This design comes from an exercise in tuning for small area, a short achievable clock period and few clock cycles per item on the open sky130 flow, not from production work.
Where RTL was checked, it was by simulation tests only, not by an equivalence proof against the original.
For run 3, only the layout was checked, not whether the RTL still works.
Power figures rest on the tool's default switching activity, not on a simulated workload.

**flow/config.mk**
```make
export PLATFORM = sky130hd
export DESIGN_NAME = c1_ldpc_enc
export DESIGN_NICKNAME = c1_ldpc_enc
export VERILOG_FILES = /design/flow/design.v
export SDC_FILE = /design/flow/constraint.sdc
export NUM_CORES = 4
export LEC_CHECK = 0
export CAP_MARGIN = 20
export CORE_MARGIN = 2
export CORE_UTILIZATION = 75
export CTS_BUF_LIST = sky130_fd_sc_hd__clkbuf_16
export CTS_CLUSTER_DIAMETER = 80
export CTS_CLUSTER_SIZE = 30
export PLACE_DENSITY = 0.8
export SETUP_SLACK_MARGIN = 3.6
export SLEW_MARGIN = 20
```
**flow/constraint.sdc**
```tcl
create_clock -name core_clock -period 5.5 [get_ports {clk}]
set_input_delay 1.1000 -clock core_clock [delete_from_list [all_inputs] [get_ports {clk}]]
set_output_delay 1.1000 -clock core_clock [all_outputs]
set_load 0.01 [all_outputs]
```
**flow/design.v**
```verilog
module c1_ldpc_enc (
    input  wire        clk,
    input  wire        rst,
    input  wire        in_valid,
    output wire        in_ready,
    input  wire [31:0] in_data,
    output wire        out_valid,
    input  wire        out_ready,
    output wire [31:0] out_data,
    output wire        out_last
);
    localparam integer RX0 = 123, RX1 = 86, RX2 = 12;
    localparam integer OFF0 = 103, OFF1 = 63, OFF2 = 105;
    reg        rdy;               
    reg  [6:0] wcnt;              
    reg  [1:0] ph;                
    reg        xdone;             
    reg        busy;              
    reg        r32, rx;           
    wire        take = in_valid && rdy && !rst;
    wire [31:0] x    = (in_valid && rdy) ? in_data : 32'd0;    
    reg [127:0] r0, r1, r2;
    genvar p;
    generate
        for (p = 0; p < 128; p = p + 1) begin : g_rot
            if (p < 32) begin : g_win
                always @(posedge clk) begin
                    r0[p] <= ((r32 & r0[(p + 32) % 128]) | (rx & r0[(p + RX0) % 128])) ^ x[p];
                    r1[p] <= ((r32 & r1[(p + 32) % 128]) | (rx & r1[(p + RX1) % 128])) ^ x[p];
                    r2[p] <= ((r32 & r2[(p + 32) % 128]) | (rx & r2[(p + RX2) % 128])) ^ x[p];
                end
            end else begin : g_mov
                always @(posedge clk) begin
                    r0[p] <= (r32 & r0[(p + 32) % 128]) | (rx & r0[(p + RX0) % 128]);
                    r1[p] <= (r32 & r1[(p + 32) % 128]) | (rx & r1[(p + RX1) % 128]);
                    r2[p] <= (r32 & r2[(p + 32) % 128]) | (rx & r2[(p + RX2) % 128]);
                end
            end
        end
    endgenerate
    reg  [3:0] v;                 
    reg [31:0] obuf;
    reg        ov, olast;
    wire [31:0] w0, w1, w2;
    generate
        for (p = 0; p < 32; p = p + 1) begin : g_word
            assign w0[p] = r0[(OFF0 + p) % 128];
            assign w1[p] = r1[(OFF1 + p) % 128] ^ r0[(OFF0 + 64 + p) % 128];
            assign w2[p] = r2[(OFF2 + p) % 128] ^ r1[(OFF1 + 96 + p) % 128];
        end
    endgenerate
    wire        load = busy && (!ov || out_ready) && (ph == v[1:0]);
    wire        done = load && (v == 4'd11);
    reg        n_rdy, n_xdone, n_busy;
    reg  [6:0] n_wcnt;
    reg  [1:0] n_ph;
    always @(*) begin
        n_rdy   = rdy;
        n_wcnt  = wcnt;
        n_ph    = ph;
        n_xdone = xdone;
        n_busy  = busy;
        if (take) begin
            n_xdone = 1'b0;
            if (wcnt == 7'd107) begin
                n_wcnt = 7'd0;
                n_rdy  = 1'b0;
                n_busy = 1'b1;
            end else begin
                n_wcnt = wcnt + 7'd1;
            end
        end else if (busy) begin
            n_ph = ph + 2'd1;
            if (done) begin
                n_busy = 1'b0;
                n_rdy  = 1'b1;
                n_ph   = 2'd0;
            end
        end else if (rdy && wcnt != 7'd0) begin
            n_rdy = 1'b0;
            n_ph  = 2'd1;
            if (wcnt[1:0] == 2'd0) n_xdone = 1'b1;
        end else if (ph != 2'd0) begin
            n_ph = ph + 2'd1;
            if (ph == 2'd3) n_rdy = 1'b1;
        end
    end
    always @(posedge clk) begin
        if (rst) begin
            rdy   <= 1'b1;
            wcnt  <= 7'd0;
            ph    <= 2'd0;
            xdone <= 1'b0;
            busy  <= 1'b0;
            r32   <= 1'b0;
            rx    <= 1'b0;
        end else begin
            rdy   <= n_rdy;
            wcnt  <= n_wcnt;
            ph    <= n_ph;
            xdone <= n_xdone;
            busy  <= n_busy;
            if (!n_busy && n_wcnt == 7'd0) begin
                r32 <= 1'b0;          
                rx  <= 1'b0;
            end else if (!n_busy && n_rdy && n_wcnt[1:0] == 2'd0 && !n_xdone) begin
                r32 <= 1'b0;
                rx  <= 1'b1;
            end else begin
                r32 <= 1'b1;
                rx  <= 1'b0;
            end
        end
    end
    always @(posedge clk) begin
        if (rst) begin
            v     <= 4'd0;
            ov    <= 1'b0;
            olast <= 1'b0;
        end else begin
            if (load) begin
                ov    <= 1'b1;
                olast <= (v == 4'd11);
                v     <= (v == 4'd11) ? 4'd0 : v + 4'd1;
            end else if (out_ready) begin
                ov <= 1'b0;
            end
        end
    end
    wire s0 = !rst && load && !v[3] && !v[2];
    wire s1 = !rst && load && v[2];
    wire s2 = !rst && load && v[3];
    wire sh = !rst && !load;
    always @(posedge clk)
        obuf <= ({32{s0}} & w0) | ({32{s1}} & w1) | ({32{s2}} & w2) | ({32{sh}} & obuf);
    assign in_ready  = rdy;
    assign out_valid = ov;
    assign out_data  = obuf;
    assign out_last  = olast;
endmodule
```
**flow/run.sh**
```bash
#!/bin/bash
# synth_recipe.tcl (not shown) runs the flow's synth.tcl, then flattens the netlist and writes it again
# the make line also repeats each setting of config.mk as NAME=value (left out here)
make -C /OpenROAD-flow-scripts/flow DESIGN_CONFIG=/design/flow/config.mk WORK_HOME=/design/flow/orfs CLKGATE_MAP_FILE= SYNTH_SCRIPT=/design/flow/synth_recipe.tcl finish
```
==> results of run 1 <==
## timing repair
item / in CTS / in global routing
resized for setup: 283 / 36
setup buffers: 33 / 13
pin swaps: 14 / 13
gates cloned: 8 / 3
setup endpoints to repair: 180 / 107
## synth_stat cells (2+ instances only)
cell type | instances | area [sq um]
a22oi_1 | 102 | 766
clkbuf_1 | 86 | 323
nand2_1 | 47 | 176
nor2b_1 | 2 | 12.5
nand4b_1 | 2 | 17.5
a311oi_1 | 2 | 17.5
a222oi_1 | 28 | 280
a41oi_1 | 2 | 17.5
mux2i_1 | 3 | 30.0
nand3_1 | 3 | 15.0
o21ai_0 | 5 | 25.0
or3_1 | 2 | 12.5
o21ai_1 | 30 | 150
nor3_1 | 6 | 30.0
ha_1 | 5 | 62.6
buf_6 | 3 | 33.8
nand4_1 | 4 | 25.0
a21oi_1 | 9 | 45.0
and2_1 | 3 | 18.8
xor2_1 | 126 | 1100
o221ai_1 | 4 | 35.0
buf_1 | 10 | 37.5
nor4b_1 | 3 | 26.3
o211ai_1 | 2 | 15.0
inv_1 | 5 | 18.8
buf_2 | 12 | 60.1
xnor2_1 | 39 | 342
nand2b_1 | 3 | 18.8
nor2_1 | 18 | 67.6
a22o_1 | 288 | 2520
dfxtp_1 | 436 | 8730
## per-stage QoR
stage / hold slack [ns] / worst slack, ns / power, mW / instances / instance area [sq um]
2_1_floorplan: 0.440 / 3.20 / 3.59 / 1307 / 15300
3_3_place_gp: 0.442 / 2.13 / 3.71 / 1548 / 16000
3_5_place_dp: 0.450 / 2.16 / 3.72 / 1549 / 16000
4_1_cts: 0.471 / 3.36 / 5.26 / 1611 / 17200
5_1_grt: 0.487 / 3.34 / 5.45 / 1627 / 17500
6_report: 0.469 / 3.34 / 5.34 / 1627 / 17500
## sequential cells by signal, summed over array words and instances, names as in the netlist, 2 cells and up
| register | cells |
|---|---|
| r0 | 128 |
| r1 | 128 |
| r2 | 128 |
| obuf | 32 |
| wcnt | 7 |
| v | 4 |
| ph | 2 |
## final timing paths
path | from | to | cells after the start
hold reg to reg | r0[73]$_DFF_P_ | r0[78]$_DFF_P_ | 1
setup reg to reg | ph[1]$_SDFFE_PP0P_ | rx$_SDFF_PP0_ | 6
setup / recovery | obuf[24]$_DFF_P_ | out_data[24] | 1
hold / removal | r0[73]$_DFF_P_ | r0[78]$_DFF_P_ | 1
## cell type report
type	instances	share of cell area (%)
Tap cell	270	1.93
Inverter	5	0.107
Multi-Input combinational cell	756	35.5
Clock inverter	2	0.107
Sequential cell	436	50.3
Clock buffer	19	2.71
Timing Repair Buffer	139	9.30
## metal layers
| layer | up-vias | global-route usage, % | wire, um |
|---|---|---|---|
| met1 | 5736 | 54.0 | 17600 |
| met5 | - | 0 | 0 |
| met3 | 219 | 7.22 | 5340 |
| met2 | 842 | 59.2 | 20500 |
| met4 | 0 | 15.6 | 2890 |
| li1 | 4980 | - | - |
## power groups by stage
| stage | sequential [mW] | clock [mW] | combinational [mW] |
|---|---|---|---|
| floorplan | 3.37 | 0 | 0.226 |
| global placement | 3.41 | 0 | 0.293 |
| detailed placement | 3.42 | 0 | 0.301 |
| CTS | 3.34 | 1.58 | 0.342 |
| global route | 3.35 | 1.69 | 0.405 |
| finish | 3.35 | 1.60 | 0.389 |
## logic make-up (layout without fill, tap and decap cells)
logic type,after synthesis,count (layout)
mux,3,3
simple gates,102,103
flops,436,436
compound gates,479,479
fa+ha+maj,5,5
xor+xnor,166,166
buf+inv,116,165
==> flow_summary.ini, run 1 <==
[global_routing]
grt_usage_pct = 38.4
antenna_found_initial = 0
grt_max_degree = 132
grt_pass1_vias = 10720
grt_overflow_total = 0
grt_pass1_wl_um = 63600

[cts]
clk_latency_ns = 0.56
clk_pin_slew_ns = 0.12
clock-sinks = 436
cts_buffers = 18
htreeDepth = 1
clock_path_buffers = 3
cts-root-buf = clkbuf_16
cts_tree = yes
ctsHoldBuffers = 0

[sta]
rsz0062_at_grt = true
setup_viol = 0
min_period_over_period_pct = 39.2
finClkSkew_ns = 0.0348
max_slew_margin_pct = 60.0
drv_slew = 0
worst_pin_slew_ns = 0.597
period_needed_ns = 2.16
max_clock_freq_mhz = 464
fin_setup_tns_ns = 0
final-hold-violation-count = 0

[cells_and_area]
layout-drive-gt1-share_pct = 16.1
layout.nets = 1397
antenna_cells = 0
ff_latch_area_sq_mm = 0.00881
final_util_pct = 87.4
multi_input_area_sq_mm = 0.00623
fillers = 930
areaGrowthSynthToFinish_pct = 15.3
final_cell_mix = dfxtp_1 (394), a22o_1 (288), xor2_1 (126)
final_common_cell = dfxtp_1

[logic_synthesis]
async_flop_share_pct = 0
synth_flop_cell = dfxtp_1
ys_warn_count = 1
synth_edf_count = 0
syn_nets = 1348
yosys.area_share.adder_pct = 0.412
synth_top_family_by_area = compound AO/OA/AOI/OAI gates
synth_compound_area_share_pct = 25.8
syn_area_sq_mm = 0.0152
synthesis.instances = 1307
synth_area_per_cell_sq_um = 11.6
yosys.area_share.simple_pct = 3.41
seq_area_frac_synth_pct = 57.4
synth_xor_area_share_pct = 9.61
synthMuxAreaShare_pct = 0.198
ys_ff_latch = 436
synth_cell_types = 48

[placed_design]
io_buffers = 70
place.gp.congestion = 0.902
dp_hpwl_um = 26700

[detailed_routing]
wire_per_inst_um = 28.5
drt-pass1-iter-count = 8
drt-initial-drc-count = 1747
drt-total-wl_um = 46400
num_vias = 11777
via_per_inst = 7.24
drc = 0
ant_nets = 0

[critical_path]
crit_arrival_ns = 1.06
required_ns = 4.40
worst-path-buf-inv = 1
path_cells = buf_6
cp-end-kind = output port
critPathSlowestCell = dfxtp_4
rrSetupSlack_ns = 3.41
critPathMaxFanout = 2
crit_type = reg -> out
crit_path_start_kind = flop
path_delay_family = flip-flops
slowest_delay_ns = 0.41

[power_and_ir_drop]
p_clk_share_pct = 30.0
leakage_nw = 6.54
p_seq_share_pct = 62.7
p_sw_mw = 1.31
ir_drop_v = 0.000376
swShare_pct = 24.5
internal-power_mw = 4.03
power_density_mw_per_mm2 = 305
combPwrFrac_pct = 7.3

[outcome]
status = no timing/DRC/antenna violations

[floorplan]
die_w_um = 146
io_pins = 71
die_y_um = 146
coreArea_sq_mm = 0.0200
initial_utilization_pct = 75.8
die_area_sq_mm = 0.0214
fp-row-count = 52

[run]
cap_violations = 0

[hold_path]
hp-class = reg -> reg
Testbench counts, summed over its fixed seeds: cycles 30,728, words 256.
==> run 2, diff against run 1 <==
--- a/flow/config.mk
+++ b/flow/config.mk
@@ -12,5 +12,5 @@
 export CTS_CLUSTER_DIAMETER = 80
 export CTS_CLUSTER_SIZE = 30
 export PLACE_DENSITY = 0.8
-export SETUP_SLACK_MARGIN = 3.6
+export SETUP_SLACK_MARGIN = 3.5
 export SLEW_MARGIN = 20
==> run 2 against run 1 <==
Still clean on timing, DRC and antenna. Area after synthesis unchanged. Clock power about the same. Total power down 1.1%. Die area unchanged. Worst setup slack better by 0.015 ns. Register-to-register slack better by 0.16 ns. Non-clock buffer count down 21. Synthesized cell count unchanged. Wire length down 10%. Largest cell class unchanged. Largest power group unchanged.
==> flow_summary.ini, run 2 <==
[detailed_routing]
wire_per_inst_um = 25.9
num_vias = 11213
drt-pass1-iter-count = 10
drt-initial-drc-count = 1622
drc = 0
ant_nets = 0
via_per_inst = 6.97
drt-total-wl_um = 41700

[sta]
max_clock_freq_mhz = 467
fin_ws_ns = 3.36
min_period_over_period_pct = 38.9
drv_slew = 0
rsz0062_at_grt = true
final-hold-violation-count = 0
fin_setup_tns_ns = 0
max_slew_margin_pct = 62.8
finClkSkew_ns = 0.0172
worst_pin_slew_ns = 0.558
setup_viol = 0
period_needed_ns = 2.14

[logic_synthesis]
synth_flop_cell = dfxtp_1
ys_top_cells_by_count = dfxtp_1 (436), a22o_1 (288), xor2_1 (126), a22oi_1 (102), clkbuf_1 (86)
synthesis.instances = 1307
synthTopCellsByArea = dfxtp_1 (57%), a22o_1 (17%), xor2_1 (7.3%), a22oi_1 (5.0%), xnor2_1 (2.2%)
synth_top_cell_by_area = dfxtp_1
synth_top_area_share_pct = 57.4
synth_edf_count = 0
async_flop_share_pct = 0
synth_cell_types = 48
seq_area_frac_synth_pct = 57.4
synth_area_per_cell_sq_um = 11.6
ys_warn_count = 1
syn_nets = 1348
ys_ff_latch = 436
synth_most_common_cell = dfxtp_1
syn_area_sq_mm = 0.0152

[power_and_ir_drop]
power_density_mw_per_mm2 = 308
ir_drop_v = 0.000274
leakage_nw = 6.36

[cells_and_area]
areaGrowthSynthToFinish_pct = 13.0
fillers = 1107
layout.nets = 1379
final_common_cell = dfxtp_1
multi_input_area_sq_mm = 0.00618
layout-drive-gt1-share_pct = 14.0
largestRegisters = r0 x128, r1 x128, r2 x128
final_cell_mix = dfxtp_1 (399), a22o_1 (288), xor2_1 (126)
ff_latch_area_sq_mm = 0.00881
antenna_cells = 0

[hold_path]
hp-class = reg -> reg
holdPathStages = 1

[global_routing]
grt_max_degree = 130
grt_pass1_wl_um = 61900
grt_pass1_vias = 10548
grt_usage_pct = 37.2
grt_overflow_total = 0
antenna_found_initial = 0

[placed_design]
dpl_worst_slack_ns = 2.07
io_buffers = 70
dp_hpwl_um = 25400
place.gp.congestion = 0.839

[critical_path]
critPathSlowestCell = dfxtp_4
critPathMaxFanout = 2
crit_cells = 1
ff2ff_path_depth = 8
crit_arrival_ns = 1.04
cp-end-kind = output port
crit_type = reg -> out
path_cells = buf_6
path_delay_family = flip-flops
worst-path-buf-inv = 1
required_ns = 4.40
slowest_delay_ns = 0.39
crit_path_start_kind = flop

[cts]
cts-root-buf = clkbuf_16
clk_pin_slew_ns = 0.12
htreeDepth = 1
clock_path_buffers = 3
clock-sinks = 436
cts_tree = yes
cts_buffers = 18
clk_latency_ns = 0.53
ctsHoldBuffers = 0

[floorplan]
initial_utilization_pct = 75.8
die_area_sq_mm = 0.0214
fp-row-count = 52
die_w_um = 146
coreArea_sq_mm = 0.0200
io_pins = 71
die_y_um = 146

[outcome]
status = no timing/DRC/antenna violations

[run]
cap_violations = 0
run 2: cell counts after synthesis:
No cell type changed its count.
run 2: final timing paths:
check,startpoint,to,slack (ns)
hold / removal,r0[92]$_DFF_P_,r0[60]$_DFF_P_,0.47
setup / recovery,obuf[28]$_DFF_P_,out_data[28],3.36
hold reg to reg,r0[92]$_DFF_P_,r0[60]$_DFF_P_,0.47
setup reg to reg,ph[1]$_SDFFE_PP0P_,obuf[25]$_DFF_P_,3.57
run 2: layout make-up:
class,count,share of cell area [%]
sequential,436,51.3
multi-input combinational,759,36.0
timing repair buffer,118,7.74
clock buffer,19,2.77
tap,270,1.97
clock inverter,2,0.117
inverter,5,0.109
run 2: logic make-up (layout without fill, tap and decap cells):
logic type | Yosys count | in the layout | synth area share [%]
adders and majority gates | 5 | 5 | 0.412
xor gates and xnor gates | 166 | 166 | 9.61
muxes | 3 | 3 | 0.198
AOI/OAI and AO/OA | 479 | 479 | 25.8
DFF | 436 | 436 | 57.4
buffers and inverters | 116 | 144 | 3.11
and+or+nand+nor | 102 | 106 | 3.41
run 2: per-layer routing:
metal	up-vias	routed length, um	track usage, %
li1	4953	-	-
met1	5540	16800	53.7
met2	616	19400	60.0
met3	104	4000	4.00
met4	0	1430	10.7
met5	-	0	0
run 2: metrics by stage:
| step | instances | hold slack (ns) | power [mW] | util (%) | area [sq um] |
|---|---|---|---|---|---|
| after floorplan | 1307 | 0.440 | 3.59 | - | 15200 |
| after global placement | 1545 | 0.443 | 3.70 | 79.6 | 15900 |
| after detailed placement | 1545 | 0.450 | 3.71 | 79.6 | 16000 |
| after CTS | 1597 | 0.473 | 5.24 | 84.5 | 16900 |
| after global routing | 1609 | 0.482 | 5.42 | 85.7 | 17200 |
| final | 1609 | 0.473 | 5.28 | 85.7 | 17200 |
run 2: power by group:
group / leakage, nW / internal (mW) / switching [mW]
sequential: 3.56 / 3.25 / 0.0966
clock: 0.247 / 0.634 / 0.943
combinational: 2.55 / 0.141 / 0.223
total: 6.36 / 4.02 / 1.26
run 2: worst register-to-register path, stage by stage, from the launching register on:
cell,delay [ns]
dfxtp_1,0.39
xnor2_2,0.34
nand3_4,0.12
nor2b_4,0.23
nor2_4,0.06
buf_12,0.14
buf_6,0.12
a222oi_1,0.27
o21ai_1,0.15
run 2: repair_timing:
item	4_1_cts	5_1_grt
gates resized for setup	252	34
pin swaps	5	2
gates cloned	6	0
endpoints found under the setup margin	176	118
buffers inserted	25	12
==> run 3, diff against run 2 <==
--- a/flow/design.v
+++ b/flow/design.v
@@ -44,12 +44,19 @@
     wire [31:0] w0, w1, w2;
     generate
         for (p = 0; p < 32; p = p + 1) begin : g_word
-            assign w0[p] = r0[(OFF0 + p) % 128];
-            assign w1[p] = r1[(OFF1 + p) % 128] ^ r0[(OFF0 + 64 + p) % 128];
-            assign w2[p] = r2[(OFF2 + p) % 128] ^ r1[(OFF1 + 96 + p) % 128];
+            if ((OFF0 + p) % 128 < 32) begin : g_x
+                assign w0[p] = r0[(OFF0 + 32 + p) % 128] ^ x[(OFF0 + p) % 128];
+            end else begin : g_nx
+                assign w0[p] = r0[(OFF0 + 32 + p) % 128];
+            end
+            assign w1[p] = r1[(OFF1 + 32 + p) % 128] ^ r0[(OFF0 + 96 + p) % 128];
+            assign w2[p] = r2[(OFF2 + 32 + p) % 128] ^ r1[(OFF1 + 128 + p) % 128];
         end
     endgenerate
-    wire        load = busy && (!ov || out_ready) && (ph == v[1:0]);
+    wire        ldok = !ov || out_ready;
+    wire        ld_b = busy && ldok && (ph == v[1:0] - 2'd1);
+    wire        ld_0 = !busy && rdy && (wcnt == 7'd107) && ldok;
+    wire        load = ld_b || (ld_0 && take);
     wire        done = load && (v == 4'd11);
     reg        n_rdy, n_xdone, n_busy;
     reg  [6:0] n_wcnt;
@@ -127,10 +134,10 @@
             end
         end
     end
-    wire s0 = !rst && load && !v[3] && !v[2];
-    wire s1 = !rst && load && v[2];
-    wire s2 = !rst && load && v[3];
-    wire sh = !rst && !load;
+    wire s0 = !rst && (ld_0 || (ld_b && !v[3] && !v[2]));
+    wire s1 = !rst && ld_b && v[2];
+    wire s2 = !rst && ld_b && v[3];
+    wire sh = !rst && !ld_0 && !ld_b;
     always @(posedge clk)
         obuf <= ({32{s0}} & w0) | ({32{s1}} & w1) | ({32{s2}} & w2) | ({32{sh}} & obuf);
     assign in_ready  = rdy;
==> run 3 against run 2 <==
Non-clock buffer count rose by 13. Die area rose by 1.4%. Clock power barely moved. Global-route usage rose by 1.4 points. Critical path depth rose by 9. Utilization rose by 1.3 points. Via count rose by 6.0%. Sequential power barely moved. Register-to-register slack got worse by 0.23 ns. Clock skew barely moved. Clock-buffer cell count did not move. Still clean.
==> flow_summary.ini, run 3 <==
[outcome]
status = no timing/DRC/antenna violations

[critical_path]
critPathSlowestCell = a222oi_1
path_delay_family = simple AND/OR/NAND/NOR gates
critPathMaxFanout = 8
slowest_delay_ns = 0.31
crit_path_start_kind = input pin
crit_type = in -> reg
required_ns = 5.92
worst-path-buf-inv = 4
crit_arrival_ns = 2.63
path_cells = buf_6 > nand2b_4 > and4_4 > buf_6 > a21oi_4 > nor2_4 > buf_12 > buf_16 > a222oi_1 > nand2_1
crit_path_frequent_cell = buf_6
rrSetupSlack_ns = 3.34
cp-end-kind = flop

[floorplan]
initial_utilization_pct = 76.2
die_y_um = 147
coreArea_sq_mm = 0.0202
io_pins = 71
fp-row-count = 52
die_w_um = 147
die_area_sq_mm = 0.0217

[logic_synthesis]
yosys.area_share.simple_pct = 4.73
synth_edf_count = 0
ys_top_cells_by_count = dfxtp_1 (436), a22o_1 (294), xor2_1 (163), nand2_1 (98), a22oi_1 (97)
syn_area_sq_mm = 0.0154
synth_most_common_cell = dfxtp_1
synthMuxAreaShare_pct = 0
synth_compound_area_share_pct = 25.2
syn_nets = 1390
seq_area_frac_synth_pct = 56.6
ys_ff_latch = 436
synth_flop_cell = dfxtp_1
async_flop_share_pct = 0
yosys.area_share.adder_pct = 0.406
synth_top_cell_by_area = dfxtp_1
synth_area_per_cell_sq_um = 11.4
synth_top_family_by_area = compound AO/OA/AOI/OAI gates
ys_warn_count = 1
synthesis.instances = 1349
synthTopCellsByArea = dfxtp_1 (57%), a22o_1 (17%), xor2_1 (9.3%), a22oi_1 (4.7%), nand2_1 (2.4%)
synth_cell_types = 46
synth_top_area_share_pct = 56.6
synth_xor_area_share_pct = 9.77

[sta]
setup_viol = 0
finClkSkew_ns = 0.0174
max_clock_freq_mhz = 453
max_slew_margin_pct = 49.8
period_needed_ns = 2.21
fin_ws_ns = 3.29
worst_pin_slew_ns = 0.752
fin_setup_tns_ns = 0
drv_slew = 0
rsz0062_at_grt = true
final-hold-violation-count = 0
min_period_over_period_pct = 40.2
finalHoldWorstSlack_ns = 0.479

[power_and_ir_drop]
power_density_mw_per_mm2 = 301
ir_drop_v = 0.000338
leakage_nw = 7.01

[cts]
clock-sinks = 436
cts-root-buf = clkbuf_16
cts_tree = yes
cts_buffers = 18
clock_path_buffers = 3
htreeDepth = 1
clk_latency_ns = 0.54
clk_pin_slew_ns = 0.11

[detailed_routing]
ant_nets = 0
wire_per_inst_um = 27.3
drt-pass1-iter-count = 7
drt-initial-drc-count = 1758
drc = 0
num_vias = 11889
drt-total-wl_um = 45300
via_per_inst = 7.16

[cells_and_area]
layout.nets = 1431
final_cell_mix = dfxtp_1 (395), a22o_1 (294), xor2_1 (162)
layoutNonFillerInstCount = 1661
largestRegisters = r0 x128, r1 x128, r2 x128
fillers = 987
final_common_cell = dfxtp_1
layout-drive-gt1-share_pct = 13.0
finalInstanceArea_sq_mm = 0.0176
ff_latch_area_sq_mm = 0.00882
multi_input_area_sq_mm = 0.00628
areaGrowthSynthToFinish_pct = 14.1
antenna_cells = 0

[placed_design]
io_buffers = 70
dp_cells = 1591
place_area_sq_mm = 0.0162
place.gp.congestion = 0.873
dp_hpwl_um = 26600
dpl_worst_slack_ns = 1.87

[global_routing]
grt_max_degree = 184
antenna_found_initial = 0
grt_overflow_total = 0
grt-busiest-layer = met2
grt_use_met1_pct = 55.7
grt_pass1_vias = 10738
grt_usage_pct = 38.6
grt.met2_usage_pct = 59.1
grt_pass1_wl_um = 64300
gr-usage-met3_pct = 6.46

[hold_path]
hp-class = reg -> reg

[run]
cap_violations = 0
[run 3: cell count changes in the layout (fill, tap and decap cells not counted), sizes merged, moves of 11 or more]
cell,delta
xnor2,-31
o21ai,-29
a21oi,+11
nand2,+51
buf,+13
xor2,+37
[run 3: cell families (layout without fill, tap and decap cells)]
family | count (synthesis) | count (layout)
XOR/XNOR | 172 | 172
AND/OR/NAND/NOR | 154 | 155
flip-flops | 436 | 436
AO/OA/AOI/OAI | 464 | 464
buffers and inverters | 118 | 159
adder cells (fa/ha/maj) | 5 | 5
[run 3: area by class of cell]
type / count / area share, %
clock buffers: 19 / 2.70
inverters: 7 / 0.149
clock inverters: 2 / 0.0996
multi-input cells: 796 / 35.7
flip-flops and latches: 436 / 50.1
well taps: 270 / 1.92
repair buffers: 131 / 9.25
[run 3: layer usage]
metal | part of all wire (%) | routed length [um]
met3 | 11 | 4960
met2 | 45 | 20300
met4 | 4.6 | 2100
met5 | 0 | 0
met1 | 40 | 18000
[run 3: final timing paths]
check                     from               to  cells past startpoint
max reg2reg  v[1]$_SDFFE_PP0P_  obuf[7]$_DFF_P_                     10
min reg2reg     r1[45]$_DFF_P_   r1[87]$_DFF_P_                      1
max                  out_ready  obuf[7]$_DFF_P_                     10
min             r1[45]$_DFF_P_   r1[87]$_DFF_P_                      1
[run 3: report_power, final]
group	switching (mW)	total [mW]	leakage, nW	internal (mW)
sequential	0.108	3.35	3.57	3.24
combinational	0.229	0.368	3.20	0.139
clock	0.942	1.58	0.243	0.633
[run 3: metrics by stage]
stage / util [%] / power (mW)
floorplan: - / 3.61
global placement: 79.9 / 3.72
detailed placement: 79.9 / 3.73
CTS: 85.8 / 5.25
global route: 86.9 / 5.43
finish: 86.9 / 5.29
[run 3: worst reg2reg max path, stage by stage (launching register included)]
cell and delay, ns:
dfxtp_2 0.37, ha_4 0.26, xor2_2 0.15, and4_4 0.19, buf_6 0.13, a21oi_4 0.15
nor2_4 0.09, buf_12 0.15, buf_16 0.15, a222oi_1 0.31, nand2_1 0.09
[run 3: timing repair]
action                     CTS  global route
hold buffers                 0             0
buffers inserted            25            12
cloned                       8             4
gates resized for setup    277            10
pin swaps                   45            16
setup endpoints to repair  182            86

## static timing again, ports no longer ideal
The flow's constraints put no driver on any port. The routed layouts listed below were extracted and timed again, unchanged, in two steps.
Step 1: set_driving_cell puts a clkbuf_16 on clk and a buf_2 on each other input, an assumption about the parent block.
Step 2 times the ports against the registers' clock, not the clock port: input delays grow and output delays shrink by t, the midpoint of the rising clock arrivals with the driver on.
Three values: no drivers, after step 1, after step 2; two values: the first two.
run | shift t [ns] | slack for setup (ns) | slew at the worst register clock pin (ns) | worst slew at a driven data input, ns
run 1 | 0.587 | 3.344 / 3.296 / 2.784 | 0.12 / 0.12 | 0.07
run 2 | 0.573 | 3.358 / 3.310 / 2.913 | 0.12 / 0.12 | 0.05
run 3 | 0.573 | 3.290 / 3.279 / 2.733 | 0.12 / 0.12 | 0.07
After both steps setup and hold are still met in every run listed. For run 1, which loses most, drivers alone change the setup slack by -0.048 ns; drivers and shift together by -0.560 ns.
